Background: an optimization exercise with open tools, aiming at small area, a short achievable clock period and few clock cycles. Do not read the settings as production practice. Function was checked by simulation only, so behaviour that the tests miss may differ from the original.

// press_aes
module press_aes (
    input  wire         clk,
    input  wire         rst,         
    input  wire         key_valid,
    output wire         key_ready,
    input  wire [1:0]   key_len,     
    input  wire [255:0] key,
    input  wire         in_valid,
    output wire         in_ready,
    input  wire         in_dec,      
    input  wire [127:0] in_data,
    output wire         out_valid,
    input  wire         out_ready,
    output wire [127:0] out_data
);
export LEC_CHECK = 0
export ABC_CLOCK_PERIOD_IN_PS = 3500
export CAP_MARGIN = 20
export CORE_MARGIN = 2
export CORE_UTILIZATION = 45
export CTS_CLUSTER_DIAMETER = 150
export CTS_CLUSTER_SIZE = 16
export PLACE_DENSITY = 0.6
export SETUP_SLACK_MARGIN = 5
export SLEW_MARGIN = 20
create_clock -name core_clock -period 12.0 [get_ports {clk}]
standard.sh (not shown) runs the stock make flow with config.mk's settings and CLKGATE_MAP_FILE= SYNTH_SCRIPT=/design/flow/synth_recipe.tcl, a recipe that flattens the netlist after the stock synthesis.
==> flow/flow/run.sh <==
#!/bin/bash
set -euo pipefail
W=$PWD
export OWN_ABC_SCRIPT=$W/flow/abc_map.script
{
  cat <<'TCL'
# ORFS's synthesis calls abc with its own -script; use ours instead.
proc abc {args} {
  set i [lsearch -exact $args -script]
  if {$i >= 0} { lset args [expr {$i + 1}] $::env(OWN_ABC_SCRIPT) }
  puts "abc with own script: $args"
  yosys abc {*}$args
}
TCL
  cat synth_recipe.tcl
} > own_synth.tcl
bash standard.sh SYNTH_SCRIPT=$W/own_synth.tcl SETUP_SLACK_MARGIN=8 \
  "BUFFER_PORTS_ARGS=-buffer_cell sky130_fd_sc_hd__buf_1" finish > flow.log 2>&1
==> flow/flow/abc_map.script <==
&get -n
&st
&syn2
&dch
&if -g -K 6
&synch2
&nf -R 1000
&put
The baseline completed without violations.
Testbench counts at the start, summed over its fixed seeds: cycles 29,355.
Change:
==> flow/flow/abc_map.script (replaced) <==
&get -n
&st
&syn2
&dch
&if -g -K 6
&synch2
&nf -R 1000
&st
&syn2
&dch
&if -g -K 6
&synch2
&nf -R 1000
&put
Settings changed: PLACE_DENSITY 0.6 to 0.65.
The new run completed without violations.
Register-to-register slack gains 120 ps.
Worst setup slack gains 120 ps.
Design area increases slightly.
Routed wire length increases slightly.
Non-clock buffer count decreases by 10.
Via count increases slightly.
Change:
Settings changed: CORE_UTILIZATION 45 to 40, PLACE_DENSITY 0.65 to 0.6.
Via count fell by 1.9%.
Synthesized cell count stays the same.
Change:
--- a/flow/flow/run.sh
+++ b/flow/flow/run.sh
@@ -15,4 +15,4 @@
   cat synth_recipe.tcl
 } > own_synth.tcl
-bash standard.sh SYNTH_SCRIPT=$W/own_synth.tcl SETUP_SLACK_MARGIN=8 \
+bash standard.sh SYNTH_SCRIPT=$W/own_synth.tcl SETUP_SLACK_MARGIN=8.2 \
   "BUFFER_PORTS_ARGS=-buffer_cell sky130_fd_sc_hd__buf_1" finish > flow.log 2>&1
Settings changed: CORE_UTILIZATION 40 to 45.
Effect:
- critical path depth does not change
- flip-flop and latch count is unchanged
- design area rises by 2.6%
- die area goes down by 11%
- final cell count came out lower by 1.7%
- worst setup slack gets better by 250 ps
Change:
--- a/flow/flow/run.sh
+++ b/flow/flow/run.sh
@@ -15,4 +15,4 @@
   cat synth_recipe.tcl
 } > own_synth.tcl
-bash standard.sh SYNTH_SCRIPT=$W/own_synth.tcl SETUP_SLACK_MARGIN=8.2 \
+bash standard.sh SYNTH_SCRIPT=$W/own_synth.tcl SETUP_SLACK_MARGIN=8 \
   "BUFFER_PORTS_ARGS=-buffer_cell sky130_fd_sc_hd__buf_1" finish > flow.log 2>&1
Result:
- The changed run completed with no timing, DRC or antenna violations
- cell count drops by 1.2%
- via count drops by 1.4%
- worst setup slack gets worse by 130 ps
- design area drops by 2.9%
- non-clock buffer count drops by 187
- maximum frequency drops by 3.1%
- routed wire length drops by 2.0%

-- separate check: timing with driven ports --
In the flow no input, the clock included, has a driving cell. The finished layouts below were timed again as built, in two steps.
Step 1 (the two cells are an assumption about what drives the block):
set clk [get_ports {clk}]
set_driving_cell -lib_cell sky130_fd_sc_hd__clkbuf_16 $clk
set_driving_cell -lib_cell sky130_fd_sc_hd__buf_2 [delete_from_list [all_inputs] $clk]
Step 2 also shifts input and output timing later by t, the mid clock arrival at the registers, as if the neighbouring blocks saw the same clock.
Slacks: no drivers / after step 1 / after step 2; pairs: no drivers / after step 1.
run	t, ns	setup slack, ns	slew at the worst register clock pin (ns)	pins driven straight from the clock port
the first run	0.936	7.784 / 7.784 / 7.144	0.10 / 0.10	1
the second run	0.932	7.904 / 7.900 / 7.116	0.10 / 0.10	1
the third run	0.929	7.769 / 7.658 / 7.116	0.09 / 0.09	1
the fourth run	0.931	8.019 / 7.916 / 7.182	0.10 / 0.10	1
the fifth run	0.932	7.894 / 7.922 / 7.043	0.10 / 0.10	1
After both steps setup and hold are still met in every run listed. For the fifth run, which loses most, drivers alone change the setup slack by +0.028 ns; drivers and shift together by -0.851 ns.
